From an optimization exercise on the open Yosys and OpenROAD flow, aimed at small area; shortcuts taken in it are not production practice. Function was checked by simulation only, so behaviour that the tests miss may differ from the original. No activity file was given, so power comes from the tool's default toggle rates.

==> flow/design.v (outline; a module is shown in full before it is edited, if it fits) <==
// module flc_fine: 2444 lines
module flc_fine (
    input  wire               clk,
    input  wire               rst,         
    input  wire               med_en,      
    input  wire [6:0]         r1,          
    input  wire [5:0]         r2,          
    input  wire [6:0]         ntap,        
    input  wire               coef_we,
    input  wire [5:0]         coef_addr,
    input  wire [23:0]        coef_data,   
    input  wire               bit_en,
    input  wire               bit_in,
    output reg                out_valid,
    output reg signed [26:0]  out_data
);
  // ...
==> flow/run.sh <==
#!/bin/bash
# synth_recipe.tcl (not shown) runs the flow's synth.tcl, then flattens the netlist and writes it again
# the make line also repeats each setting of config.mk as NAME=value (left out here)
make -C /OpenROAD-flow-scripts/flow DESIGN_CONFIG=/design/flow/config.mk WORK_HOME=/design/flow/orfs CLKGATE_MAP_FILE= SYNTH_SCRIPT=/design/flow/synth_recipe.tcl finish
==> flow/config.mk <==
export PLATFORM = sky130hd
export DESIGN_NAME = flc_fine
export DESIGN_NICKNAME = flc_fine
export VERILOG_FILES = /design/flow/design.v
export SDC_FILE = /design/flow/constraint.sdc
export NUM_CORES = 4
export LEC_CHECK = 0
export CAP_MARGIN = 0
export CORE_MARGIN = 2
export CORE_UTILIZATION = 60
export CTS_BUF_LIST = sky130_fd_sc_hd__clkbuf_16
export CTS_CLUSTER_DIAMETER = 80
export CTS_CLUSTER_SIZE = 30
export PLACE_DENSITY = 0.75
export SLEW_MARGIN = 0
==> flow/constraint.sdc <==
create_clock -name core_clock -period 13.0 [get_ports {clk}]
set_input_delay 2.6000 -clock core_clock [delete_from_list [all_inputs] [get_ports {clk}]]
set_output_delay 2.6000 -clock core_clock [all_outputs]
set_load 0.01 [all_outputs]
==> summary.txt, run 1 <==
Outcome
The flow ran to the end and the layout has no timing, DRC or antenna violations.

Synth
In the synthesized netlist the async set-or-reset flop fraction comes to 0%. The Yosys step of the flow raised 4 warnings. Averaged over all synthesized cells, the footprint is 12.1 um2.

Counting instances in the post-synthesis netlist gives the leading cell types as 2,346 x sky130_fd_sc_hd__dfxtp_1, 732 x sky130_fd_sc_hd__nor2_1, 481 x sky130_fd_sc_hd__a21oi_1, 464 x sky130_fd_sc_hd__mux2i_1, 352 x sky130_fd_sc_hd__inv_1. The fraction of post-synthesis cell area in the top cell type by area is 60.3%.

Clock tree
The clock tree from TritonCTS is yes. In this run the clock root is driven by a sky130_fd_sc_hd__clkbuf_16.

Cells and area
The non-clock buffer share of cell area is 3.54%. The final standard cell utilization of the core is 65.5%. The multi-input logic cell count is 3,317. In the layout the commonest cells are 2,343 x sky130_fd_sc_hd__dfxtp_1, 726 x sky130_fd_sc_hd__nor2_1, 475 x sky130_fd_sc_hd__a21oi_1. The plain and repair buffers instantiated in the layout total 363. The flip-flop and latch count is 2,421.

After the last flow step, the layout net total stands at 7,055. The register with the highest flop count is cr. The number of diodes is 2.

Worst setup path
STA puts the critical path data required time at 13.60 ns. The cell at the slowest stage of the critical path is sky130_fd_sc_hd__fa_1. The worst reg2reg path endpoint is acc[49].

Power and ir drop
The group drawing the most power is registers. The total design power is 13.3 mW. The clock power share is 27.7%. The power dissipated by switching net loads is 3.07 mW.

Timing
The slew at the pin with the worst max-slew slack is 1.15 ns. Hold is met by 0.299 ns. On the final layout, the worst clock skew is 0.0493 ns.

Floorplan
The count of boundary I/O pins is 84.

Place
Buffers placed on the I/O ports in this run total 83.

Drt
In the final routed layout, each cell accounts on average for 18.1 um. In this run, the number of DRC markers left after iteration 0 of detailed routing was 2,888. The detailed-route DRC error count is 0.
==> run 2, diff against run 1 <==
--- a/flow/design.v
+++ b/flow/design.v
@@ -150,30 +150,29 @@
     reg               needbuf;
     reg        [6:0]  cnt;         
     reg        [5:0]  r2c;
     reg               fin1, fin2;  
     reg               pw1, pw2, pst;  
     reg               pass;
     reg        [5:0]  vc;          
     reg               pdup;        
-    reg signed [49:0] acc;
+    reg signed [48:0] acc;        
     wire       p     = r1[0];      
     wire [6:0] hh    = (ntap + 7'd1) >> 1;
     wire [6:0] lo    = (ntap > 7'd32) ? ntap - 7'd33 : 7'd0;
     wire [4:0] tb    = ntap[4:0] - 5'd2 - lo[4:0];
     wire       lapa_on = lapa[0];
     wire       lapb_on = (lapb != 5'd0);
     wire       hit   = (r2c == r2 - 6'd1);
     wire [5:0] r2c_n = hit ? 6'd0 : r2c + 6'd1;
     wire [18:0] port_a = aold ? ((ta == 5'd31) ? m_data : ar[31])
                           : (lapa_on ? ae : ar[31]);
-    wire [18:0] port_b = aold ? (lapb_on ? ((lapb == 5'd1) ? buf_b : br[29])
-                                       : (bpre ? br[29] : br[30]))
-                            : ((lapb_on || bpre) ? br[30] : br[31]);
+    wire [18:0] port_b = aold ? ((lapb_on || bpre) ? br[29] : br[30])
+                              : ((lapb_on || bpre) ? br[30] : br[31]);
     wire [23:0] pc = aold ? cr[30] : ~cr[31];
     wire [18:0] anext = aold ? ((ta == 5'd30) ? m_data : ar[30])
                              : ((lapa_on && ta != 5'd31) ? ar[31] : ar[30]);
     reg        av, bv, ueq;
     wire       aold_n = (ta == 5'd31 && (aold || m_valid)) ? 1'b0 : (m_valid || aold);
     wire [4:0] jn     = aold_n ? ta + 5'd3 : ta + 5'd2;
     wire [6:0] jn7    = {2'b00, jn};
     always @(posedge clk) begin
@@ -186,19 +185,19 @@
     wire        hi    = fin2 || (!fin1 && vc[5]);
     wire [23:0] cw    = (fin1 || fin2) ? c0 : pc;
     wire signed [12:0] ch = hi ? {cw[23], cw[23:12]} : {1'b0, cw[11:0]};
     wire signed [19:0] xav = (fin1 || fin2) ? {m_data, p} : ((vis && av) ? {port_a, p} : 20'sd0);
     wire       usen  = ueq && (bpre || lapb_on);
     wire signed [19:0] xbv = (vis && bv && !fin1 && !fin2) ? {usen ? anext : port_b, p} : 20'sd0;
     wire signed [20:0] ps;
     wire signed [33:0] prod;
-    wire        [49:0] acc0   = pst ? 50'd0 : acc;
-    wire signed [49:0] addend = hi ? {{4{prod[33]}}, prod, 12'd0} : {{16{prod[33]}}, prod};
-    wire        [49:0] acc_n;
+    wire        [48:0] acc0   = pst ? 49'd0 : acc;
+    wire signed [48:0] addend = hi ? {{3{prod[33]}}, prod, 12'd0} : {{15{prod[33]}}, prod};
+    wire        [48:0] acc_n;
     wire mq_1;
     wire mq_2;
     wire mq_3;
     wire mq_4;
     wire mq_5;
     wire mq_6;
     wire mq_7;
     wire mq_8;
@@ -1205,22 +1204,16 @@
     wire mq_1009;
     wire mq_1010;
     wire mq_1011;
     wire mq_1012;
     wire mq_1013;
     wire mq_1014;
     wire mq_1015;
     wire mq_1016;
-    wire mq_1017;
-    wire mq_1018;
-    wire mq_1019;
-    wire mq_1020;
-    wire mq_1021;
-    wire mq_1022;
     assign mq_1 = xav[0] ^ xbv[0];
     assign mq_22 = xav[0] & xbv[0];
     assign mq_2 = xav[1] ^ xbv[1];
     assign mq_23 = xav[1] & xbv[1];
     assign mq_3 = xav[2] ^ xbv[2];
     assign mq_24 = xav[2] & xbv[2];
     assign mq_4 = xav[3] ^ xbv[3];
     assign mq_25 = xav[3] & xbv[3];
@@ -2007,347 +2000,340 @@
     assign prod[27] = mq_580 ^ mq_733;
     assign prod[28] = mq_581 ^ mq_691;
     assign prod[29] = mq_582 ^ mq_735;
     assign prod[30] = mq_583 ^ mq_705;
     assign prod[31] = mq_584 ^ mq_737;
     assign prod[32] = mq_585 ^ mq_683;
     assign prod[33] = mq_586 ^ mq_739;
     assign mq_741 = acc0[0] ^ addend[0];
-    assign mq_791 = acc0[0] & addend[0];
+    assign mq_790 = acc0[0] & addend[0];
     assign mq_742 = acc0[1] ^ addend[1];
-    assign mq_792 = acc0[1] & addend[1];
+    assign mq_791 = acc0[1] & addend[1];
     assign mq_743 = acc0[2] ^ addend[2];
-    assign mq_793 = acc0[2] & addend[2];
+    assign mq_792 = acc0[2] & addend[2];
     assign mq_744 = acc0[3] ^ addend[3];
-    assign mq_794 = acc0[3] & addend[3];
+    assign mq_793 = acc0[3] & addend[3];
     assign mq_745 = acc0[4] ^ addend[4];
-    assign mq_795 = acc0[4] & addend[4];
+    assign mq_794 = acc0[4] & addend[4];
     assign mq_746 = acc0[5] ^ addend[5];
-    assign mq_796 = acc0[5] & addend[5];
+    assign mq_795 = acc0[5] & addend[5];
     assign mq_747 = acc0[6] ^ addend[6];
-    assign mq_797 = acc0[6] & addend[6];
+    assign mq_796 = acc0[6] & addend[6];
     assign mq_748 = acc0[7] ^ addend[7];
-    assign mq_798 = acc0[7] & addend[7];
+    assign mq_797 = acc0[7] & addend[7];
     assign mq_749 = acc0[8] ^ addend[8];
-    assign mq_799 = acc0[8] & addend[8];
+    assign mq_798 = acc0[8] & addend[8];
     assign mq_750 = acc0[9] ^ addend[9];
-    assign mq_800 = acc0[9] & addend[9];
+    assign mq_799 = acc0[9] & addend[9];
     assign mq_751 = acc0[10] ^ addend[10];
-    assign mq_801 = acc0[10] & addend[10];
+    assign mq_800 = acc0[10] & addend[10];
     assign mq_752 = acc0[11] ^ addend[11];
-    assign mq_802 = acc0[11] & addend[11];
+    assign mq_801 = acc0[11] & addend[11];
     assign mq_753 = acc0[12] ^ addend[12];
-    assign mq_803 = acc0[12] & addend[12];
+    assign mq_802 = acc0[12] & addend[12];
     assign mq_754 = acc0[13] ^ addend[13];
-    assign mq_804 = acc0[13] & addend[13];
+    assign mq_803 = acc0[13] & addend[13];
     assign mq_755 = acc0[14] ^ addend[14];
-    assign mq_805 = acc0[14] & addend[14];
+    assign mq_804 = acc0[14] & addend[14];
     assign mq_756 = acc0[15] ^ addend[15];
-    assign mq_806 = acc0[15] & addend[15];
+    assign mq_805 = acc0[15] & addend[15];
     assign mq_757 = acc0[16] ^ addend[16];
-    assign mq_807 = acc0[16] & addend[16];
+    assign mq_806 = acc0[16] & addend[16];
     assign mq_758 = acc0[17] ^ addend[17];
-    assign mq_808 = acc0[17] & addend[17];
+    assign mq_807 = acc0[17] & addend[17];
     assign mq_759 = acc0[18] ^ addend[18];
-    assign mq_809 = acc0[18] & addend[18];
+    assign mq_808 = acc0[18] & addend[18];
     assign mq_760 = acc0[19] ^ addend[19];
-    assign mq_810 = acc0[19] & addend[19];
+    assign mq_809 = acc0[19] & addend[19];
     assign mq_761 = acc0[20] ^ addend[20];
-    assign mq_811 = acc0[20] & addend[20];
+    assign mq_810 = acc0[20] & addend[20];
     assign mq_762 = acc0[21] ^ addend[21];
-    assign mq_812 = acc0[21] & addend[21];
+    assign mq_811 = acc0[21] & addend[21];
     assign mq_763 = acc0[22] ^ addend[22];
-    assign mq_813 = acc0[22] & addend[22];
+    assign mq_812 = acc0[22] & addend[22];
     assign mq_764 = acc0[23] ^ addend[23];
-    assign mq_814 = acc0[23] & addend[23];
+    assign mq_813 = acc0[23] & addend[23];
     assign mq_765 = acc0[24] ^ addend[24];
-    assign mq_815 = acc0[24] & addend[24];
+    assign mq_814 = acc0[24] & addend[24];
     assign mq_766 = acc0[25] ^ addend[25];
-    assign mq_816 = acc0[25] & addend[25];
+    assign mq_815 = acc0[25] & addend[25];
     assign mq_767 = acc0[26] ^ addend[26];
-    assign mq_817 = acc0[26] & addend[26];
+    assign mq_816 = acc0[26] & addend[26];
     assign mq_768 = acc0[27] ^ addend[27];
-    assign mq_818 = acc0[27] & addend[27];
+    assign mq_817 = acc0[27] & addend[27];
     assign mq_769 = acc0[28] ^ addend[28];
-    assign mq_819 = acc0[28] & addend[28];
+    assign mq_818 = acc0[28] & addend[28];
     assign mq_770 = acc0[29] ^ addend[29];
-    assign mq_820 = acc0[29] & addend[29];
+    assign mq_819 = acc0[29] & addend[29];
     assign mq_771 = acc0[30] ^ addend[30];
-    assign mq_821 = acc0[30] & addend[30];
+    assign mq_820 = acc0[30] & addend[30];
     assign mq_772 = acc0[31] ^ addend[31];
-    assign mq_822 = acc0[31] & addend[31];
+    assign mq_821 = acc0[31] & addend[31];
     assign mq_773 = acc0[32] ^ addend[32];
-    assign mq_823 = acc0[32] & addend[32];
+    assign mq_822 = acc0[32] & addend[32];
     assign mq_774 = acc0[33] ^ addend[33];
-    assign mq_824 = acc0[33] & addend[33];
+    assign mq_823 = acc0[33] & addend[33];
     assign mq_775 = acc0[34] ^ addend[34];
-    assign mq_825 = acc0[34] & addend[34];
+    assign mq_824 = acc0[34] & addend[34];
     assign mq_776 = acc0[35] ^ addend[35];
-    assign mq_826 = acc0[35] & addend[35];
+    assign mq_825 = acc0[35] & addend[35];
     assign mq_777 = acc0[36] ^ addend[36];
-    assign mq_827 = acc0[36] & addend[36];
+    assign mq_826 = acc0[36] & addend[36];
     assign mq_778 = acc0[37] ^ addend[37];
-    assign mq_828 = acc0[37] & addend[37];
+    assign mq_827 = acc0[37] & addend[37];
     assign mq_779 = acc0[38] ^ addend[38];
-    assign mq_829 = acc0[38] & addend[38];
+    assign mq_828 = acc0[38] & addend[38];
     assign mq_780 = acc0[39] ^ addend[39];
-    assign mq_830 = acc0[39] & addend[39];
+    assign mq_829 = acc0[39] & addend[39];
     assign mq_781 = acc0[40] ^ addend[40];
-    assign mq_831 = acc0[40] & addend[40];
+    assign mq_830 = acc0[40] & addend[40];
     assign mq_782 = acc0[41] ^ addend[41];
-    assign mq_832 = acc0[41] & addend[41];
+    assign mq_831 = acc0[41] & addend[41];
     assign mq_783 = acc0[42] ^ addend[42];
-    assign mq_833 = acc0[42] & addend[42];
+    assign mq_832 = acc0[42] & addend[42];
     assign mq_784 = acc0[43] ^ addend[43];
-    assign mq_834 = acc0[43] & addend[43];
+    assign mq_833 = acc0[43] & addend[43];
     assign mq_785 = acc0[44] ^ addend[44];
-    assign mq_835 = acc0[44] & addend[44];
+    assign mq_834 = acc0[44] & addend[44];
     assign mq_786 = acc0[45] ^ addend[45];
-    assign mq_836 = acc0[45] & addend[45];
+    assign mq_835 = acc0[45] & addend[45];
     assign mq_787 = acc0[46] ^ addend[46];
-    assign mq_837 = acc0[46] & addend[46];
+    assign mq_836 = acc0[46] & addend[46];
     assign mq_788 = acc0[47] ^ addend[47];
-    assign mq_838 = acc0[47] & addend[47];
+    assign mq_837 = acc0[47] & addend[47];
     assign mq_789 = acc0[48] ^ addend[48];
-    assign mq_839 = acc0[48] & addend[48];
-    assign mq_790 = acc0[49] ^ addend[49];
-    assign mq_840 = acc0[49] & addend[49];
-    assign mq_841 = mq_792 | (mq_742 & mq_791);
-    assign mq_842 = mq_742 & mq_741;
-    assign mq_843 = mq_794 | (mq_744 & mq_793);
-    assign mq_844 = mq_744 & mq_743;
-    assign mq_845 = mq_796 | (mq_746 & mq_795);
-    assign mq_846 = mq_746 & mq_745;
-    assign mq_847 = mq_798 | (mq_748 & mq_797);
-    assign mq_848 = mq_748 & mq_747;
-    assign mq_849 = mq_800 | (mq_750 & mq_799);
-    assign mq_850 = mq_750 & mq_749;
-    assign mq_851 = mq_802 | (mq_752 & mq_801);
-    assign mq_852 = mq_752 & mq_751;
-    assign mq_853 = mq_804 | (mq_754 & mq_803);
-    assign mq_854 = mq_754 & mq_753;
-    assign mq_855 = mq_806 | (mq_756 & mq_805);
-    assign mq_856 = mq_756 & mq_755;
-    assign mq_857 = mq_808 | (mq_758 & mq_807);
-    assign mq_858 = mq_758 & mq_757;
-    assign mq_859 = mq_810 | (mq_760 & mq_809);
-    assign mq_860 = mq_760 & mq_759;
-    assign mq_861 = mq_812 | (mq_762 & mq_811);
-    assign mq_862 = mq_762 & mq_761;
-    assign mq_863 = mq_814 | (mq_764 & mq_813);
-    assign mq_864 = mq_764 & mq_763;
-    assign mq_865 = mq_816 | (mq_766 & mq_815);
-    assign mq_866 = mq_766 & mq_765;
-    assign mq_867 = mq_818 | (mq_768 & mq_817);
-    assign mq_868 = mq_768 & mq_767;
-    assign mq_869 = mq_820 | (mq_770 & mq_819);
-    assign mq_870 = mq_770 & mq_769;
-    assign mq_871 = mq_822 | (mq_772 & mq_821);
-    assign mq_872 = mq_772 & mq_771;
-    assign mq_873 = mq_824 | (mq_774 & mq_823);
-    assign mq_874 = mq_774 & mq_773;
-    assign mq_875 = mq_826 | (mq_776 & mq_825);
-    assign mq_876 = mq_776 & mq_775;
-    assign mq_877 = mq_828 | (mq_778 & mq_827);
-    assign mq_878 = mq_778 & mq_777;
-    assign mq_879 = mq_830 | (mq_780 & mq_829);
-    assign mq_880 = mq_780 & mq_779;
-    assign mq_881 = mq_832 | (mq_782 & mq_831);
-    assign mq_882 = mq_782 & mq_781;
-    assign mq_883 = mq_834 | (mq_784 & mq_833);
-    assign mq_884 = mq_784 & mq_783;
-    assign mq_885 = mq_836 | (mq_786 & mq_835);
-    assign mq_886 = mq_786 & mq_785;
-    assign mq_887 = mq_838 | (mq_788 & mq_837);
-    assign mq_888 = mq_788 & mq_787;
-    assign mq_889 = mq_840 | (mq_790 & mq_839);
-    assign mq_890 = mq_790 & mq_789;
-    assign mq_891 = mq_843 | (mq_844 & mq_841);
-    assign mq_892 = mq_844 & mq_842;
-    assign mq_893 = mq_847 | (mq_848 & mq_845);
-    assign mq_894 = mq_848 & mq_846;
-    assign mq_895 = mq_851 | (mq_852 & mq_849);
-    assign mq_896 = mq_852 & mq_850;
-    assign mq_897 = mq_855 | (mq_856 & mq_853);
-    assign mq_898 = mq_856 & mq_854;
-    assign mq_899 = mq_859 | (mq_860 & mq_857);
-    assign mq_900 = mq_860 & mq_858;
-    assign mq_901 = mq_863 | (mq_864 & mq_861);
-    assign mq_902 = mq_864 & mq_862;
-    assign mq_903 = mq_867 | (mq_868 & mq_865);
-    assign mq_904 = mq_868 & mq_866;
-    assign mq_905 = mq_871 | (mq_872 & mq_869);
-    assign mq_906 = mq_872 & mq_870;
-    assign mq_907 = mq_875 | (mq_876 & mq_873);
-    assign mq_908 = mq_876 & mq_874;
-    assign mq_909 = mq_879 | (mq_880 & mq_877);
-    assign mq_910 = mq_880 & mq_878;
-    assign mq_911 = mq_883 | (mq_884 & mq_881);
-    assign mq_912 = mq_884 & mq_882;
-    assign mq_913 = mq_887 | (mq_888 & mq_885);
-    assign mq_914 = mq_888 & mq_886;
-    assign mq_915 = mq_893 | (mq_894 & mq_891);
-    assign mq_916 = mq_894 & mq_892;
-    assign mq_917 = mq_897 | (mq_898 & mq_895);
-    assign mq_918 = mq_898 & mq_896;
-    assign mq_919 = mq_901 | (mq_902 & mq_899);
-    assign mq_920 = mq_902 & mq_900;
-    assign mq_921 = mq_905 | (mq_906 & mq_903);
-    assign mq_922 = mq_906 & mq_904;
-    assign mq_923 = mq_909 | (mq_910 & mq_907);
-    assign mq_924 = mq_910 & mq_908;
-    assign mq_925 = mq_913 | (mq_914 & mq_911);
-    assign mq_926 = mq_914 & mq_912;
-    assign mq_927 = mq_917 | (mq_918 & mq_915);
-    assign mq_928 = mq_918 & mq_916;
-    assign mq_929 = mq_921 | (mq_922 & mq_919);
-    assign mq_930 = mq_922 & mq_920;
-    assign mq_931 = mq_925 | (mq_926 & mq_923);
-    assign mq_932 = mq_926 & mq_924;
-    assign mq_933 = mq_929 | (mq_930 & mq_927);
-    assign mq_934 = mq_930 & mq_928;
-    assign mq_935 = mq_931 | (mq_932 & mq_933);
-    assign mq_936 = mq_932 & mq_934;
-    assign mq_937 = mq_919 | (mq_920 & mq_927);
-    assign mq_938 = mq_920 & mq_928;
-    assign mq_939 = mq_923 | (mq_924 & mq_933);
-    assign mq_940 = mq_924 & mq_934;
-    assign mq_941 = mq_895 | (mq_896 & mq_915);
-    assign mq_942 = mq_896 & mq_916;
-    assign mq_943 = mq_899 | (mq_900 & mq_927);
-    assign mq_944 = mq_900 & mq_928;
-    assign mq_945 = mq_903 | (mq_904 & mq_937);
-    assign mq_946 = mq_904 & mq_938;
-    assign mq_947 = mq_907 | (mq_908 & mq_933);
-    assign mq_948 = mq_908 & mq_934;
-    assign mq_949 = mq_911 | (mq_912 & mq_939);
-    assign mq_950 = mq_912 & mq_940;
-    assign mq_951 = mq_845 | (mq_846 & mq_891);
-    assign mq_952 = mq_846 & mq_892;
-    assign mq_953 = mq_849 | (mq_850 & mq_915);
-    assign mq_954 = mq_850 & mq_916;
-    assign mq_955 = mq_853 | (mq_854 & mq_941);
-    assign mq_956 = mq_854 & mq_942;
-    assign mq_957 = mq_857 | (mq_858 & mq_927);
-    assign mq_958 = mq_858 & mq_928;
-    assign mq_959 = mq_861 | (mq_862 & mq_943);
-    assign mq_960 = mq_862 & mq_944;
-    assign mq_961 = mq_865 | (mq_866 & mq_937);
-    assign mq_962 = mq_866 & mq_938;
-    assign mq_963 = mq_869 | (mq_870 & mq_945);
-    assign mq_964 = mq_870 & mq_946;
-    assign mq_965 = mq_873 | (mq_874 & mq_933);
-    assign mq_966 = mq_874 & mq_934;
-    assign mq_967 = mq_877 | (mq_878 & mq_947);
-    assign mq_968 = mq_878 & mq_948;
-    assign mq_969 = mq_881 | (mq_882 & mq_939);
-    assign mq_970 = mq_882 & mq_940;
-    assign mq_971 = mq_885 | (mq_886 & mq_949);
-    assign mq_972 = mq_886 & mq_950;
-    assign mq_973 = mq_889 | (mq_890 & mq_935);
-    assign mq_974 = mq_890 & mq_936;
-    assign mq_975 = mq_793 | (mq_743 & mq_841);
-    assign mq_976 = mq_743 & mq_842;
-    assign mq_977 = mq_795 | (mq_745 & mq_891);
-    assign mq_978 = mq_745 & mq_892;
-    assign mq_979 = mq_797 | (mq_747 & mq_951);
-    assign mq_980 = mq_747 & mq_952;
-    assign mq_981 = mq_799 | (mq_749 & mq_915);
-    assign mq_982 = mq_749 & mq_916;
-    assign mq_983 = mq_801 | (mq_751 & mq_953);
-    assign mq_984 = mq_751 & mq_954;
-    assign mq_985 = mq_803 | (mq_753 & mq_941);
-    assign mq_986 = mq_753 & mq_942;
-    assign mq_987 = mq_805 | (mq_755 & mq_955);
-    assign mq_988 = mq_755 & mq_956;
-    assign mq_989 = mq_807 | (mq_757 & mq_927);
-    assign mq_990 = mq_757 & mq_928;
-    assign mq_991 = mq_809 | (mq_759 & mq_957);
-    assign mq_992 = mq_759 & mq_958;
-    assign mq_993 = mq_811 | (mq_761 & mq_943);
-    assign mq_994 = mq_761 & mq_944;
-    assign mq_995 = mq_813 | (mq_763 & mq_959);
-    assign mq_996 = mq_763 & mq_960;
-    assign mq_997 = mq_815 | (mq_765 & mq_937);
-    assign mq_998 = mq_765 & mq_938;
-    assign mq_999 = mq_817 | (mq_767 & mq_961);
-    assign mq_1000 = mq_767 & mq_962;
-    assign mq_1001 = mq_819 | (mq_769 & mq_945);
-    assign mq_1002 = mq_769 & mq_946;
-    assign mq_1003 = mq_821 | (mq_771 & mq_963);
-    assign mq_1004 = mq_771 & mq_964;
-    assign mq_1005 = mq_823 | (mq_773 & mq_933);
-    assign mq_1006 = mq_773 & mq_934;
-    assign mq_1007 = mq_825 | (mq_775 & mq_965);
-    assign mq_1008 = mq_775 & mq_966;
-    assign mq_1009 = mq_827 | (mq_777 & mq_947);
-    assign mq_1010 = mq_777 & mq_948;
-    assign mq_1011 = mq_829 | (mq_779 & mq_967);
-    assign mq_1012 = mq_779 & mq_968;
-    assign mq_1013 = mq_831 | (mq_781 & mq_939);
-    assign mq_1014 = mq_781 & mq_940;
-    assign mq_1015 = mq_833 | (mq_783 & mq_969);
-    assign mq_1016 = mq_783 & mq_970;
-    assign mq_1017 = mq_835 | (mq_785 & mq_949);
-    assign mq_1018 = mq_785 & mq_950;
-    assign mq_1019 = mq_837 | (mq_787 & mq_971);
-    assign mq_1020 = mq_787 & mq_972;
-    assign mq_1021 = mq_839 | (mq_789 & mq_935);
-    assign mq_1022 = mq_789 & mq_936;
+    assign mq_838 = acc0[48] & addend[48];
+    assign mq_839 = mq_791 | (mq_742 & mq_790);
+    assign mq_840 = mq_742 & mq_741;
+    assign mq_841 = mq_793 | (mq_744 & mq_792);
+    assign mq_842 = mq_744 & mq_743;
+    assign mq_843 = mq_795 | (mq_746 & mq_794);
+    assign mq_844 = mq_746 & mq_745;
+    assign mq_845 = mq_797 | (mq_748 & mq_796);
+    assign mq_846 = mq_748 & mq_747;
+    assign mq_847 = mq_799 | (mq_750 & mq_798);
+    assign mq_848 = mq_750 & mq_749;
+    assign mq_849 = mq_801 | (mq_752 & mq_800);
+    assign mq_850 = mq_752 & mq_751;
+    assign mq_851 = mq_803 | (mq_754 & mq_802);
+    assign mq_852 = mq_754 & mq_753;
+    assign mq_853 = mq_805 | (mq_756 & mq_804);
+    assign mq_854 = mq_756 & mq_755;
+    assign mq_855 = mq_807 | (mq_758 & mq_806);
+    assign mq_856 = mq_758 & mq_757;
+    assign mq_857 = mq_809 | (mq_760 & mq_808);
+    assign mq_858 = mq_760 & mq_759;
+    assign mq_859 = mq_811 | (mq_762 & mq_810);
+    assign mq_860 = mq_762 & mq_761;
+    assign mq_861 = mq_813 | (mq_764 & mq_812);
+    assign mq_862 = mq_764 & mq_763;
+    assign mq_863 = mq_815 | (mq_766 & mq_814);
+    assign mq_864 = mq_766 & mq_765;
+    assign mq_865 = mq_817 | (mq_768 & mq_816);
+    assign mq_866 = mq_768 & mq_767;
+    assign mq_867 = mq_819 | (mq_770 & mq_818);
+    assign mq_868 = mq_770 & mq_769;
+    assign mq_869 = mq_821 | (mq_772 & mq_820);
+    assign mq_870 = mq_772 & mq_771;
+    assign mq_871 = mq_823 | (mq_774 & mq_822);
+    assign mq_872 = mq_774 & mq_773;
+    assign mq_873 = mq_825 | (mq_776 & mq_824);
+    assign mq_874 = mq_776 & mq_775;
+    assign mq_875 = mq_827 | (mq_778 & mq_826);
+    assign mq_876 = mq_778 & mq_777;
+    assign mq_877 = mq_829 | (mq_780 & mq_828);
+    assign mq_878 = mq_780 & mq_779;
+    assign mq_879 = mq_831 | (mq_782 & mq_830);
+    assign mq_880 = mq_782 & mq_781;
+    assign mq_881 = mq_833 | (mq_784 & mq_832);
+    assign mq_882 = mq_784 & mq_783;
+    assign mq_883 = mq_835 | (mq_786 & mq_834);
+    assign mq_884 = mq_786 & mq_785;
+    assign mq_885 = mq_837 | (mq_788 & mq_836);
+    assign mq_886 = mq_788 & mq_787;
+    assign mq_887 = mq_841 | (mq_842 & mq_839);
+    assign mq_888 = mq_842 & mq_840;
+    assign mq_889 = mq_845 | (mq_846 & mq_843);
+    assign mq_890 = mq_846 & mq_844;
+    assign mq_891 = mq_849 | (mq_850 & mq_847);
+    assign mq_892 = mq_850 & mq_848;
+    assign mq_893 = mq_853 | (mq_854 & mq_851);
+    assign mq_894 = mq_854 & mq_852;
+    assign mq_895 = mq_857 | (mq_858 & mq_855);
+    assign mq_896 = mq_858 & mq_856;
+    assign mq_897 = mq_861 | (mq_862 & mq_859);
+    assign mq_898 = mq_862 & mq_860;
+    assign mq_899 = mq_865 | (mq_866 & mq_863);
+    assign mq_900 = mq_866 & mq_864;
+    assign mq_901 = mq_869 | (mq_870 & mq_867);
+    assign mq_902 = mq_870 & mq_868;
+    assign mq_903 = mq_873 | (mq_874 & mq_871);
+    assign mq_904 = mq_874 & mq_872;
+    assign mq_905 = mq_877 | (mq_878 & mq_875);
+    assign mq_906 = mq_878 & mq_876;
+    assign mq_907 = mq_881 | (mq_882 & mq_879);
+    assign mq_908 = mq_882 & mq_880;
+    assign mq_909 = mq_885 | (mq_886 & mq_883);
+    assign mq_910 = mq_886 & mq_884;
+    assign mq_911 = mq_889 | (mq_890 & mq_887);
+    assign mq_912 = mq_890 & mq_888;
+    assign mq_913 = mq_893 | (mq_894 & mq_891);
+    assign mq_914 = mq_894 & mq_892;
+    assign mq_915 = mq_897 | (mq_898 & mq_895);
+    assign mq_916 = mq_898 & mq_896;
+    assign mq_917 = mq_901 | (mq_902 & mq_899);
+    assign mq_918 = mq_902 & mq_900;
+    assign mq_919 = mq_905 | (mq_906 & mq_903);
+    assign mq_920 = mq_906 & mq_904;
+    assign mq_921 = mq_909 | (mq_910 & mq_907);
+    assign mq_922 = mq_910 & mq_908;
+    assign mq_923 = mq_913 | (mq_914 & mq_911);
+    assign mq_924 = mq_914 & mq_912;
+    assign mq_925 = mq_917 | (mq_918 & mq_915);
+    assign mq_926 = mq_918 & mq_916;
+    assign mq_927 = mq_921 | (mq_922 & mq_919);
+    assign mq_928 = mq_922 & mq_920;
+    assign mq_929 = mq_925 | (mq_926 & mq_923);
+    assign mq_930 = mq_926 & mq_924;
+    assign mq_931 = mq_927 | (mq_928 & mq_929);
+    assign mq_932 = mq_928 & mq_930;
+    assign mq_933 = mq_915 | (mq_916 & mq_923);
+    assign mq_934 = mq_916 & mq_924;
+    assign mq_935 = mq_919 | (mq_920 & mq_929);
+    assign mq_936 = mq_920 & mq_930;
+    assign mq_937 = mq_891 | (mq_892 & mq_911);
+    assign mq_938 = mq_892 & mq_912;
+    assign mq_939 = mq_895 | (mq_896 & mq_923);
+    assign mq_940 = mq_896 & mq_924;
+    assign mq_941 = mq_899 | (mq_900 & mq_933);
+    assign mq_942 = mq_900 & mq_934;
+    assign mq_943 = mq_903 | (mq_904 & mq_929);
+    assign mq_944 = mq_904 & mq_930;
+    assign mq_945 = mq_907 | (mq_908 & mq_935);
+    assign mq_946 = mq_908 & mq_936;
+    assign mq_947 = mq_843 | (mq_844 & mq_887);
+    assign mq_948 = mq_844 & mq_888;
+    assign mq_949 = mq_847 | (mq_848 & mq_911);
+    assign mq_950 = mq_848 & mq_912;
+    assign mq_951 = mq_851 | (mq_852 & mq_937);
+    assign mq_952 = mq_852 & mq_938;
+    assign mq_953 = mq_855 | (mq_856 & mq_923);
+    assign mq_954 = mq_856 & mq_924;
+    assign mq_955 = mq_859 | (mq_860 & mq_939);
+    assign mq_956 = mq_860 & mq_940;
+    assign mq_957 = mq_863 | (mq_864 & mq_933);
+    assign mq_958 = mq_864 & mq_934;
+    assign mq_959 = mq_867 | (mq_868 & mq_941);
+    assign mq_960 = mq_868 & mq_942;
+    assign mq_961 = mq_871 | (mq_872 & mq_929);
+    assign mq_962 = mq_872 & mq_930;
+    assign mq_963 = mq_875 | (mq_876 & mq_943);
+    assign mq_964 = mq_876 & mq_944;
+    assign mq_965 = mq_879 | (mq_880 & mq_935);
+    assign mq_966 = mq_880 & mq_936;
+    assign mq_967 = mq_883 | (mq_884 & mq_945);
+    assign mq_968 = mq_884 & mq_946;
+    assign mq_969 = mq_792 | (mq_743 & mq_839);
+    assign mq_970 = mq_743 & mq_840;
+    assign mq_971 = mq_794 | (mq_745 & mq_887);
+    assign mq_972 = mq_745 & mq_888;
+    assign mq_973 = mq_796 | (mq_747 & mq_947);
+    assign mq_974 = mq_747 & mq_948;
+    assign mq_975 = mq_798 | (mq_749 & mq_911);
+    assign mq_976 = mq_749 & mq_912;
+    assign mq_977 = mq_800 | (mq_751 & mq_949);
+    assign mq_978 = mq_751 & mq_950;
+    assign mq_979 = mq_802 | (mq_753 & mq_937);
+    assign mq_980 = mq_753 & mq_938;
+    assign mq_981 = mq_804 | (mq_755 & mq_951);
+    assign mq_982 = mq_755 & mq_952;
+    assign mq_983 = mq_806 | (mq_757 & mq_923);
+    assign mq_984 = mq_757 & mq_924;
+    assign mq_985 = mq_808 | (mq_759 & mq_953);
+    assign mq_986 = mq_759 & mq_954;
+    assign mq_987 = mq_810 | (mq_761 & mq_939);
+    assign mq_988 = mq_761 & mq_940;
+    assign mq_989 = mq_812 | (mq_763 & mq_955);
+    assign mq_990 = mq_763 & mq_956;
+    assign mq_991 = mq_814 | (mq_765 & mq_933);
+    assign mq_992 = mq_765 & mq_934;
+    assign mq_993 = mq_816 | (mq_767 & mq_957);
+    assign mq_994 = mq_767 & mq_958;
+    assign mq_995 = mq_818 | (mq_769 & mq_941);
+    assign mq_996 = mq_769 & mq_942;
+    assign mq_997 = mq_820 | (mq_771 & mq_959);
+    assign mq_998 = mq_771 & mq_960;
+    assign mq_999 = mq_822 | (mq_773 & mq_929);
+    assign mq_1000 = mq_773 & mq_930;
+    assign mq_1001 = mq_824 | (mq_775 & mq_961);
+    assign mq_1002 = mq_775 & mq_962;
+    assign mq_1003 = mq_826 | (mq_777 & mq_943);
+    assign mq_1004 = mq_777 & mq_944;
+    assign mq_1005 = mq_828 | (mq_779 & mq_963);
+    assign mq_1006 = mq_779 & mq_964;
+    assign mq_1007 = mq_830 | (mq_781 & mq_935);
+    assign mq_1008 = mq_781 & mq_936;
+    assign mq_1009 = mq_832 | (mq_783 & mq_965);
+    assign mq_1010 = mq_783 & mq_966;
+    assign mq_1011 = mq_834 | (mq_785 & mq_945);
+    assign mq_1012 = mq_785 & mq_946;
+    assign mq_1013 = mq_836 | (mq_787 & mq_967);
+    assign mq_1014 = mq_787 & mq_968;
+    assign mq_1015 = mq_838 | (mq_789 & mq_931);
+    assign mq_1016 = mq_789 & mq_932;
     assign acc_n[0] = mq_741;
-    assign acc_n[1] = mq_742 ^ mq_791;
-    assign acc_n[2] = mq_743 ^ mq_841;
-    assign acc_n[3] = mq_744 ^ mq_975;
-    assign acc_n[4] = mq_745 ^ mq_891;
-    assign acc_n[5] = mq_746 ^ mq_977;
-    assign acc_n[6] = mq_747 ^ mq_951;
-    assign acc_n[7] = mq_748 ^ mq_979;
-    assign acc_n[8] = mq_749 ^ mq_915;
-    assign acc_n[9] = mq_750 ^ mq_981;
-    assign acc_n[10] = mq_751 ^ mq_953;
-    assign acc_n[11] = mq_752 ^ mq_983;
-    assign acc_n[12] = mq_753 ^ mq_941;
-    assign acc_n[13] = mq_754 ^ mq_985;
-    assign acc_n[14] = mq_755 ^ mq_955;
-    assign acc_n[15] = mq_756 ^ mq_987;
-    assign acc_n[16] = mq_757 ^ mq_927;
-    assign acc_n[17] = mq_758 ^ mq_989;
-    assign acc_n[18] = mq_759 ^ mq_957;
-    assign acc_n[19] = mq_760 ^ mq_991;
-    assign acc_n[20] = mq_761 ^ mq_943;
-    assign acc_n[21] = mq_762 ^ mq_993;
-    assign acc_n[22] = mq_763 ^ mq_959;
-    assign acc_n[23] = mq_764 ^ mq_995;
-    assign acc_n[24] = mq_765 ^ mq_937;
-    assign acc_n[25] = mq_766 ^ mq_997;
-    assign acc_n[26] = mq_767 ^ mq_961;
-    assign acc_n[27] = mq_768 ^ mq_999;
-    assign acc_n[28] = mq_769 ^ mq_945;
-    assign acc_n[29] = mq_770 ^ mq_1001;
-    assign acc_n[30] = mq_771 ^ mq_963;
-    assign acc_n[31] = mq_772 ^ mq_1003;
-    assign acc_n[32] = mq_773 ^ mq_933;
-    assign acc_n[33] = mq_774 ^ mq_1005;
-    assign acc_n[34] = mq_775 ^ mq_965;
-    assign acc_n[35] = mq_776 ^ mq_1007;
-    assign acc_n[36] = mq_777 ^ mq_947;
-    assign acc_n[37] = mq_778 ^ mq_1009;
-    assign acc_n[38] = mq_779 ^ mq_967;
-    assign acc_n[39] = mq_780 ^ mq_1011;
-    assign acc_n[40] = mq_781 ^ mq_939;
-    assign acc_n[41] = mq_782 ^ mq_1013;
-    assign acc_n[42] = mq_783 ^ mq_969;
-    assign acc_n[43] = mq_784 ^ mq_1015;
-    assign acc_n[44] = mq_785 ^ mq_949;
-    assign acc_n[45] = mq_786 ^ mq_1017;
-    assign acc_n[46] = mq_787 ^ mq_971;
-    assign acc_n[47] = mq_788 ^ mq_1019;
-    assign acc_n[48] = mq_789 ^ mq_935;
-    assign acc_n[49] = mq_790 ^ mq_1021;
+    assign acc_n[1] = mq_742 ^ mq_790;
+    assign acc_n[2] = mq_743 ^ mq_839;
+    assign acc_n[3] = mq_744 ^ mq_969;
+    assign acc_n[4] = mq_745 ^ mq_887;
+    assign acc_n[5] = mq_746 ^ mq_971;
+    assign acc_n[6] = mq_747 ^ mq_947;
+    assign acc_n[7] = mq_748 ^ mq_973;
+    assign acc_n[8] = mq_749 ^ mq_911;
+    assign acc_n[9] = mq_750 ^ mq_975;
+    assign acc_n[10] = mq_751 ^ mq_949;
+    assign acc_n[11] = mq_752 ^ mq_977;
+    assign acc_n[12] = mq_753 ^ mq_937;
+    assign acc_n[13] = mq_754 ^ mq_979;
+    assign acc_n[14] = mq_755 ^ mq_951;
+    assign acc_n[15] = mq_756 ^ mq_981;
+    assign acc_n[16] = mq_757 ^ mq_923;
+    assign acc_n[17] = mq_758 ^ mq_983;
+    assign acc_n[18] = mq_759 ^ mq_953;
+    assign acc_n[19] = mq_760 ^ mq_985;
+    assign acc_n[20] = mq_761 ^ mq_939;
+    assign acc_n[21] = mq_762 ^ mq_987;
+    assign acc_n[22] = mq_763 ^ mq_955;
+    assign acc_n[23] = mq_764 ^ mq_989;
+    assign acc_n[24] = mq_765 ^ mq_933;
+    assign acc_n[25] = mq_766 ^ mq_991;
+    assign acc_n[26] = mq_767 ^ mq_957;
+    assign acc_n[27] = mq_768 ^ mq_993;
+    assign acc_n[28] = mq_769 ^ mq_941;
+    assign acc_n[29] = mq_770 ^ mq_995;
+    assign acc_n[30] = mq_771 ^ mq_959;
+    assign acc_n[31] = mq_772 ^ mq_997;
+    assign acc_n[32] = mq_773 ^ mq_929;
+    assign acc_n[33] = mq_774 ^ mq_999;
+    assign acc_n[34] = mq_775 ^ mq_961;
+    assign acc_n[35] = mq_776 ^ mq_1001;
+    assign acc_n[36] = mq_777 ^ mq_943;
+    assign acc_n[37] = mq_778 ^ mq_1003;
+    assign acc_n[38] = mq_779 ^ mq_963;
+    assign acc_n[39] = mq_780 ^ mq_1005;
+    assign acc_n[40] = mq_781 ^ mq_935;
+    assign acc_n[41] = mq_782 ^ mq_1007;
+    assign acc_n[42] = mq_783 ^ mq_965;
+    assign acc_n[43] = mq_784 ^ mq_1009;
+    assign acc_n[44] = mq_785 ^ mq_945;
+    assign acc_n[45] = mq_786 ^ mq_1011;
+    assign acc_n[46] = mq_787 ^ mq_967;
+    assign acc_n[47] = mq_788 ^ mq_1013;
+    assign acc_n[48] = mq_789 ^ mq_931;
     wire [4:0] wk = ta + 5'd1 - coef_addr[4:0];
     wire       cwe = coef_we && !coef_addr[5];
     integer k;
     always @(posedge clk) begin
         cr[0] <= (cwe && wk == 5'd0) ? coef_data : ~cr[31];
         for (k = 1; k < 32; k = k + 1)
             cr[k] <= (cwe && wk == k) ? ((k % 2 == 1) ? ~coef_data : coef_data) : ~cr[k-1];
         if (coef_we && coef_addr == 6'd0)
@@ -2384,17 +2370,17 @@
             fin1    <= 1'b0;
             fin2    <= 1'b0;
             pw1     <= 1'b0;
             pw2     <= 1'b0;
             pst     <= 1'b0;
             pass    <= 1'b0;
             vc      <= 6'd0;
             pdup    <= 1'b0;
-            acc     <= 50'sd0;
+            acc     <= 49'sd0;
             out_valid <= 1'b0;
         end else begin
             if (loade) begin
                 aold <= 1'b0;
                 lapa <= 5'd1;
             end else begin
                 if (m_valid)
                     aold <= 1'b1;
@@ -2435,10 +2421,10 @@
             end else if (vis) begin
                 vc <= vc + 6'd1;
                 if (vc == 6'd63)
                     pass <= 1'b0;
             end
             pdup <= pass && aold;
         end
     end
-    always @(*) out_data = acc[49:23];
+    always @(*) out_data = {acc[48], acc[48:23]};
 endmodule
==> flow/config.mk (replaced) <==
export PLATFORM = sky130hd
export DESIGN_NAME = flc_fine
export DESIGN_NICKNAME = flc_fine
export VERILOG_FILES = /design/flow/design.v
export SDC_FILE = /design/flow/constraint.sdc
export NUM_CORES = 4
export LEC_CHECK = 0
export CAP_MARGIN = 20
export CORE_MARGIN = 2
export CORE_UTILIZATION = 60
export CTS_BUF_LIST = sky130_fd_sc_hd__clkbuf_16
export CTS_CLUSTER_DIAMETER = 50
export CTS_CLUSTER_SIZE = 40
export PLACE_DENSITY = 0.75
export SLEW_MARGIN = 20
==> summary.txt, run 2 <==
Drt
The via density per instance is 5.16 (was 5.15). The remaining antenna violation count after routing is 0 (unchanged). The average wire per cell in the routed design was 18.1 um (about the same).

The total routed wirelength came to 153,000 um (was 151,000 um). The number of detailed-route iterations in the first pass is 5 (unchanged). The via total after detailed routing is 43,700 (was 42,900). The initial DRC count was 2,933 (was 2,888). The detailed-route DRC error count was 0 (unchanged).

Power and ir drop
The maximum vdd ir drop is 0.131 mV (was 0.119 mV). The power dissipated by switching net loads was 3.53 mW (was 3.07 mW). The static leakage is 38.1 nW (was 37.2 nW).

The sequential share of power is 58.0% (was 64.8%). The clock power share is 36.1% (was 27.7%). The internal power of the cells is 10.8 mW (was 10.2 mW).

The proportion of total power due to net switching came to 24.7% (was 23.2%). The power share of the combinational group was 5.9% (was 7.4%). The power density over the cells is 165 mW/mm2 (was 157 mW/mm2).

Synth
Commonest cells in the synthesized netlist: 2,345 x sky130_fd_sc_hd__dfxtp_1, 718 x sky130_fd_sc_hd__nor2_1, 499 x sky130_fd_sc_hd__a21oi_1, 414 x sky130_fd_sc_hd__mux2i_1, 376 x sky130_fd_sc_hd__inv_1 (was 2,346 x sky130_fd_sc_hd__dfxtp_1, 732 x sky130_fd_sc_hd__nor2_1, 481 x sky130_fd_sc_hd__a21oi_1, 464 x sky130_fd_sc_hd__mux2i_1, 352 x sky130_fd_sc_hd__inv_1). The cell taking the most area after synthesis is sky130_fd_sc_hd__dfxtp_1 (unchanged). The synthesized area per cell is 12.0 um2 (was 12.1 um2).

The register area share after synthesis is 63.3% (was 63.2%). The dominant register cell in the synthesized netlist is sky130_fd_sc_hd__dfxtp_1 (unchanged). The net count after synthesis is 6,959 (was 6,942). The synthesis-stage register bit count came to 2,420 (was 2,421). The count of synthesis-stage warnings from yosys came to 4 (unchanged). The count of flip-flops with a built-in enable after synthesis is 75 (unchanged).

The cell with the most instances after synthesis is sky130_fd_sc_hd__dfxtp_1 (unchanged). The synthesized instance count was 6,459 (was 6,441). The synthesized cell area is 0.0777 mm2 (was 0.0779 mm2). The fraction of post-synthesis cell area in the top cell type by area is 60.4% (was 60.3%). The unique cell type count in the Yosys netlist is 87 (was 88). Synth top area cells: sky130_fd_sc_hd__dfxtp_1 60%, sky130_fd_sc_hd__fa_1 7.1%, sky130_fd_sc_hd__mux2i_1 5.3% (was sky130_fd_sc_hd__dfxtp_1 60%, sky130_fd_sc_hd__fa_1 7.1%, sky130_fd_sc_hd__mux2i_1 6.0%). The fraction of registers with async set or reset after synthesis is 0% (unchanged).

Global routing
The maximum number of pins on one net before global-route repair is 140 (was 111). The initial antenna violation count is 7 (was 2). The first-pass GRT wire length is 242,000 um (was 239,000 um). The aggregate global-route resource usage is 23.3% (was 22.9%). The overflow left after global routing is 0 (unchanged). The via count of the first global-routing pass is 43,500 (was 43,000).

Place
The detailed placer's ending HPWL came to 100,000 um (was 101,000 um). The last weighted congestion value of the routability-driven placer is 0.907 (was 0.921). The number of I/O port buffers was 83 (unchanged). The pre-CTS setup slack came to -1.46 ns (was -1.10 ns).

The post-place instance area was 0.0812 mm2 (was 0.0814 mm2).

Cells and area
The final standard cell utilization of the core is 67.4% (was 65.5%). Largest registers: cr x768, ar x608, br x608 (unchanged). The footprint of the multi-input gates is 0.0258 mm2 (was 0.0260 mm2). The sequential standard cell area came to 0.0492 mm2 (about the same). The flip-flop count of the largest register, all copies and words added came to 768 (unchanged). The synthesis-to-finish area growth is 11.8% (was 8.68%). The filler cell count in the final layout is 9,289 (was 9,669). The final cell area excluding filler cells came to 0.0869 mm2 (was 0.0846 mm2). The share of cells above drive strength 1 was 10.7% (was 9.40%).

The most frequent standard cell in the layout excluding fill and tap cells is sky130_fd_sc_hd__dfxtp_1 (unchanged). The register with the highest flop count is cr (unchanged). The number of nets at the end of the flow was 7,100 (was 7,055). Top library cells by usage in the layout, fill and taps aside: 2,343 x sky130_fd_sc_hd__dfxtp_1, 715 x sky130_fd_sc_hd__nor2_1, 495 x sky130_fd_sc_hd__a21oi_1 (was 2,343 x sky130_fd_sc_hd__dfxtp_1, 726 x sky130_fd_sc_hd__nor2_1, 475 x sky130_fd_sc_hd__a21oi_1).

Timing
The number of pins with negative max-slew slack in the final report is 0 (unchanged). The share of the clock period used by the worst path was 97.4% (was 96.2%). The largest clock skew in the final design is 0.0500 ns (was 0.0493 ns). The remaining max-slew budget at the tightest pin is 23.7% (was 23.1%).

The final setup violation count is 0 (unchanged). The slew at the pin with the worst max-slew slack was 1.14 ns (was 1.15 ns). The worst hold slack was 0.288 ns (was 0.299 ns).

The final critical delay including setup and external delays is 12.66 ns (was 12.50 ns). The maximum clock frequency came to 79.0 MHz (was 80.0 MHz). The setup slack after layout is 0.342 ns (was 0.499 ns).

The total negative setup slack was 0 ns (unchanged). The number of hold violations in the final report is 0 (unchanged).

Clock tree
The number of clock buffers inserted by TritonCTS is 139 (was 98). The TritonCTS sink count is 2,420 (was 2,421). The clock-pin slew of the registers on the worst-case setup and hold paths is 0.12 ns (was 0.10 ns). The depth of the CTS H-tree is 4 (was 3).

The insertion delay to the later sink of the worst-skew pair was 0.82 ns (was 0.75 ns). The root cell of the clock tree was sky130_fd_sc_hd__clkbuf_16 (unchanged). The buffer levels on the longest clock path is 3 (unchanged). The clock tree from TritonCTS is yes (unchanged).

Worst setup path
The total buffers and inverters traversed by the critical path was 9 (was 7). The cell type group with the largest total delay on the critical path was adder cells (unchanged). The capturing element type of the critical path is a flop (unchanged).

The element type at the critical path start is a primary input (unchanged). The cell at the slowest stage of the critical path is sky130_fd_sc_hd__fa_1 (unchanged). Among the stages of the critical path, the cell type that occurs most often is sky130_fd_sc_hd__fa_1. The critical path data arrival time is 13.32 ns (was 13.10 ns). The critical path class was primary input to flop (unchanged). The endpoint required time on the critical path is 13.66 ns (was 13.60 ns). The maximum net fanout on the critical path came to 4 (was 3). The delay of the slowest cell on the worst path is 0.56 ns (was 0.57 ns).

Floorplan
The floorplan die width came to 364 um (about the same). The count of boundary I/O pins came to 84 (unchanged). The effective utilization at floorplan is 60.3% (about the same). The standard-cell row count was 132 (unchanged). The area of the core is 0.129 mm2 (about the same). The height of the die came to 364 um (about the same). The area enclosed by the die boundary is 0.132 mm2 (was 0.133 mm2).

Flow run
The number of maximum-capacitance violations is 0 (unchanged).

Outcome
Outcome: no timing/DRC/antenna violations (unchanged).

Hold path
The worst hold-check path type is flop to flop (unchanged).
-- run 2: power groups by stage --
| stage | sequential, mW | combinational, mW | clock, mW |
|---|---|---|---|
| 2_1_floorplan | 8.38 | 0.585 | 0 |
| 3_3_place_gp | 8.46 | 0.798 | 0 |
| 3_5_place_dp | 8.47 | 0.816 | 0 |
| 4_1_cts | 8.31 | 0.833 | 5.28 |
| 5_1_grt | 8.36 | 0.922 | 5.55 |
| 6_report | 8.30 | 0.841 | 5.17 |
-- run 2: layout make-up --
class,instances,area share (%)
inverter,376,1.63
sequential,2420,56.6
multi-input combinational,3309,29.7
clock buffer,144,4.15
antenna,5,0.0144
tap,1742,2.51
timing repair buffer,354,3.33
clock inverter,114,2.11
-- run 2: per-stage QoR --
step,power (mW),std cells
floorplan,8.97,6459
global placement,9.25,8190
detailed placement,9.28,8190
CTS,14.4,8449
global route,14.8,8459
finish,14.3,8464
-- run 2: timing repair --
item | 4_1_cts | 5_1_grt
setup buffers | 1 | 10
pin swaps | 6 | 35
hold buffers | 0 | 0
gates resized for setup | 8 | 49
endpoints found under the setup margin | 9 | 23
-- run 2: kinds of logic after synthesis --
| kind of cell | Yosys count | synth area share [%] |
|---|---|---|
| adders and majority gates | 444 | 9.81 |
| DFF | 2420 | 63.3 |
| muxes | 524 | 7.16 |
| buffers and inverters | 730 | 3.89 |
| and+or+nand+nor | 1340 | 7.69 |
| AOI/OAI and AO/OA | 837 | 6.27 |
| xor gates and xnor gates | 164 | 1.90 |
-- run 2: path summary, 6_finish.rpt --
path,from,endpoint,slack [ns],cells after the start
worst max-delay path,r1[0],acc[43],0.34,47
worst min-delay path,ar[22][11],ar[23][11],0.29,0
worst max register to register,ta[0],acc[43],0.42,51
worst min register to register,ar[22][11],ar[23][11],0.29,0
-- run 2: worst reg2reg max path: cells and delay by family, from the launching register on --
kind            cells  cell delay [ns]
compound gates     22             3.94
xor+xnor            1             0.14
fa+ha+maj          14             6.17
buf+inv             7             1.01
flops               1             0.34
simple gates        7             0.85
-- run 2: metal layers --
metal,GRT usage [%],share of wire (%)
met4,7.68,3.0
met3,3.43,4.6
met5,0,0
met2,37.5,46
met1,32.6,46
==> run 3, diff against run 2 <==
--- a/flow/config.mk
+++ b/flow/config.mk
@@ -9,7 +9,7 @@
 export CORE_MARGIN = 2
 export CORE_UTILIZATION = 60
 export CTS_BUF_LIST = sky130_fd_sc_hd__clkbuf_16
-export CTS_CLUSTER_DIAMETER = 50
-export CTS_CLUSTER_SIZE = 40
+export CTS_CLUSTER_DIAMETER = 80
+export CTS_CLUSTER_SIZE = 30
 export PLACE_DENSITY = 0.75
 export SLEW_MARGIN = 20
==> summary.txt, run 3 <==
Clock tree
The number of hold buffers added after CTS is 0 (unchanged). The number of clock buffers inserted by TritonCTS was 96 (was 139). The root cell of the clock tree is sky130_fd_sc_hd__clkbuf_16 (unchanged). The TritonCTS sink count is 2,420 (unchanged). The buffer levels on the longest clock path is 3 (unchanged).

The clock tree from TritonCTS is yes (unchanged). The clock-pin slew of the registers on the worst-case setup and hold paths is 0.10 ns (was 0.12 ns). The insertion delay to the later sink of the worst-skew pair came to 0.76 ns (was 0.82 ns).

The depth of the CTS H-tree is 3 (was 4).

Timing
The final setup violation count is 0 (unchanged). The maximum clock frequency came to 79.7 MHz (was 79.0 MHz). The total negative setup slack is 0 ns (unchanged). The worst hold slack is 0.307 ns (was 0.288 ns). The number of pins with negative max-slew slack in the final report came to 0 (unchanged). The number of hold violations in the final report is 0 (unchanged). The final critical delay including setup and external delays was 12.55 ns (was 12.66 ns). The share of the clock period used by the worst path came to 96.6% (was 97.4%). The slew at the pin with the worst max-slew slack is 1.17 ns (was 1.14 ns).

The largest clock skew in the final design is 0.0362 ns (was 0.0500 ns). The remaining max-slew budget at the tightest pin came to 22.0% (was 23.7%).

Synth
The dominant register cell in the synthesized netlist is sky130_fd_sc_hd__dfxtp_1 (unchanged). Commonest cells in the synthesized netlist: 2,345 x sky130_fd_sc_hd__dfxtp_1, 718 x sky130_fd_sc_hd__nor2_1, 499 x sky130_fd_sc_hd__a21oi_1, 414 x sky130_fd_sc_hd__mux2i_1, 376 x sky130_fd_sc_hd__inv_1 (unchanged). The synthesized cell area is 0.0777 mm2 (unchanged).

The cell with the most instances after synthesis was sky130_fd_sc_hd__dfxtp_1 (unchanged). The count of synthesis-stage warnings from yosys came to 4 (unchanged). The unique cell type count in the Yosys netlist is 87 (unchanged). The count of flip-flops with a built-in enable after synthesis is 75 (unchanged). The fraction of registers with async set or reset after synthesis is 0% (unchanged). The register area share after synthesis is 63.3% (unchanged).

The synthesized area per cell is 12.0 um2 (unchanged). The synthesized instance count is 6,459 (unchanged). The cell taking the most area after synthesis is sky130_fd_sc_hd__dfxtp_1 (unchanged). The synthesis-stage register bit count was 2,420 (unchanged). Synth top area cells: sky130_fd_sc_hd__dfxtp_1 60%, sky130_fd_sc_hd__fa_1 7.1%, sky130_fd_sc_hd__mux2i_1 5.3% (unchanged). The fraction of post-synthesis cell area in the top cell type by area is 60.4% (unchanged).

The net count after synthesis is 6,959 (unchanged).

Outcome
Outcome: no timing/DRC/antenna violations (unchanged).

Drt
The detailed-route DRC error count is 0 (unchanged). The average wire per cell in the routed design is 18.0 um (was 18.1 um). The number of detailed-route iterations in the first pass is 5 (unchanged). The initial DRC count is 2,896 (was 2,933). The via total after detailed routing is 43,000 (was 43,700). The via density per instance came to 5.15 (was 5.16). The remaining antenna violation count after routing is 0 (unchanged). The total routed wirelength is 150,000 um (was 153,000 um).

Flow run
The number of maximum-capacitance violations was 0 (unchanged).

Worst setup path
The most numerous cell on the critical path is sky130_fd_sc_hd__fa_1 (unchanged). The critical path class is primary input to flop (unchanged). The delay of the slowest cell on the worst path is 0.57 ns (was 0.56 ns). The critical path data arrival time is 13.17 ns (was 13.32 ns). The cell at the slowest stage of the critical path is sky130_fd_sc_hd__fa_1 (unchanged). The capturing element type of the critical path is a flop (unchanged). The cell type group with the largest total delay on the critical path is adder cells (unchanged). The total buffers and inverters traversed by the critical path is 10 (was 9). The maximum net fanout on the critical path is 10 (was 4). The element type at the critical path start is a primary input (unchanged). The endpoint required time on the critical path is 13.61 ns (was 13.66 ns).

Global routing
The maximum number of pins on one net before global-route repair came to 140 (unchanged). The initial antenna violation count is 6 (was 7). The first-pass GRT wire length came to 238,000 um (was 242,000 um). The aggregate global-route resource usage was 22.9% (was 23.3%). The overflow left after global routing came to 0 (unchanged). The via count of the first global-routing pass was 42,700 (was 43,500).

Floorplan
The effective utilization at floorplan was 60.3% (unchanged). The floorplan die width was 364 um (unchanged). The count of boundary I/O pins is 84 (unchanged). The area of the core is 0.129 mm2 (unchanged). The height of the die came to 364 um (unchanged). The standard-cell row count was 132 (unchanged).

The area enclosed by the die boundary is 0.132 mm2 (unchanged).

Power and ir drop
The total design power was 12.7 mW (was 14.3 mW). The power density over the cells is 151 mW/mm2 (was 165 mW/mm2). The maximum vdd ir drop is 0.125 mV (was 0.131 mV).

The static leakage was 37.0 nW (was 38.1 nW).

Cells and area
The final standard cell utilization of the core is 65.3% (was 67.4%). The final instance count without filler cells is 8,342 (was 8,464). Top library cells by usage in the layout, fill and taps aside: 2,343 x sky130_fd_sc_hd__dfxtp_1, 715 x sky130_fd_sc_hd__nor2_1, 495 x sky130_fd_sc_hd__a21oi_1 (unchanged). The number of nets at the end of the flow is 7,057 (was 7,100). The flip-flop count of the largest register, all copies and words added is 768 (unchanged).

The most frequent standard cell in the layout excluding fill and tap cells is sky130_fd_sc_hd__dfxtp_1 (unchanged). The register with the highest flop count is cr (unchanged). The synthesis-to-finish area growth is 8.37% (was 11.8%). The share of cells above drive strength 1 is 8.87% (was 10.7%).

Largest registers: cr x768, ar x608, br x608 (unchanged).

Hold path
The worst hold-check path type was flop to flop (unchanged).

Place
The detailed placer's ending HPWL was 100,000 um (unchanged). The number of I/O port buffers was 83 (unchanged). The number of instances in the placed design was 8,190 (unchanged). The last weighted congestion value of the routability-driven placer is 0.907 (unchanged).
==> run 3: metrics by stage <==
stage	cell area, um2	worst slack, ns
6_report	84300	0.448
5_1_grt	84200	-0.0918
4_1_cts	84000	0.00656
3_5_place_dp	81200	-1.46
3_3_place_gp	81200	-1.23
2_1_floorplan	77800	0.0259
==> run 3: kinds of logic (layout without fill, tap and decap cells) <==
kind of cell               count (synthesis)  after routing  share of synthesized area [%]
AOI/OAI and AO/OA                        837            837                           6.27
xor gates and xnor gates                 164            164                           1.90
adders and majority gates                444            444                           9.81
buffers and inverters                    730            867                           3.89
DFF                                     2420           2420                           63.3
muxes                                    524            524                           7.16
other                                      0              4                              0
and+or+nand+nor                         1340           1340                           7.69
==> run 3: what timing repair did <==
action	in CTS	in global routing
gates resized for setup	9	43
pin swaps	6	43
endpoints found under the setup margin	9	23
setup buffers	1	10
==> run 3: cell type report <==
type / count / area (um2)
flip-flops and latches: 2420 / 49200
clock inverters: 41 / 399
inverters: 376 / 1410
fillers: 9630 / 44700
repair buffers: 354 / 2890
diodes: 4 / 10.0
clock buffers: 96 / 2400
multi-input cells: 3309 / 25800
well taps: 1742 / 2180
==> run 3: final timing paths <==
path / start / end / slack, ns / depth (start not counted)
hold reg to reg: br[2][3] / br[3][3] / 0.31 / 0
setup / recovery: r1[0] / acc[46] / 0.45 / 47
setup reg to reg: ta[0] / acc[46] / 0.55 / 50
hold / removal: br[2][3] / br[3][3] / 0.31 / 0
==> run 3: power by group <==
part           internal (mW)  switching, mW  total [mW]
registers               8.09          0.205        8.30
clock network           1.41           2.19        3.60
logic                  0.344          0.490       0.834
total                   9.85           2.89        12.7
==> run 3: layer usage <==
metal  GRT usage, %  vias up  part of all wire [%]
met5              0        -                     0
met4           6.89        0                   2.8
met3           3.03      207                   4.7
met2           36.7      855                    46
met1           32.4    20800                    47
li1               -    21100                     -

afterwards: timing with drivers on the ports:
Ports are ideal in the flow. The routed layouts listed here were re-timed in OpenROAD. Step 1 sets driving cells, clkbuf_16 on the clock port and buf_2 on the other inputs (assumed; they add their load-dependent delay and slew). Step 2, shift: input delay + t, output delay - t, t = (earliest + latest rising clock arrival at the registers) / 2. This alone moves slack from input paths to output paths. Slacks: ideal ports / drivers / drivers and shift; pairs: ideal ports / drivers.
run | t, ns | setup slack, ns | worst register clock-pin slew, ns | worst data-port slew with drivers (ns)
run 1 | 0.811 | 0.499 / 0.555 / -0.256 | 0.11 / 0.11 | 0.06
run 2 | 0.887 | 0.342 / 0.403 / -0.484 | 0.12 / 0.12 | 0.05
run 3 | 0.819 | 0.448 / 0.501 / -0.318 | 0.12 / 0.12 | 0.05
With both steps, setup timing fails in every run listed, where it was met with ideal ports. For run 2, which loses most, drivers alone change the setup slack by +0.061 ns; drivers and shift together by -0.826 ns.
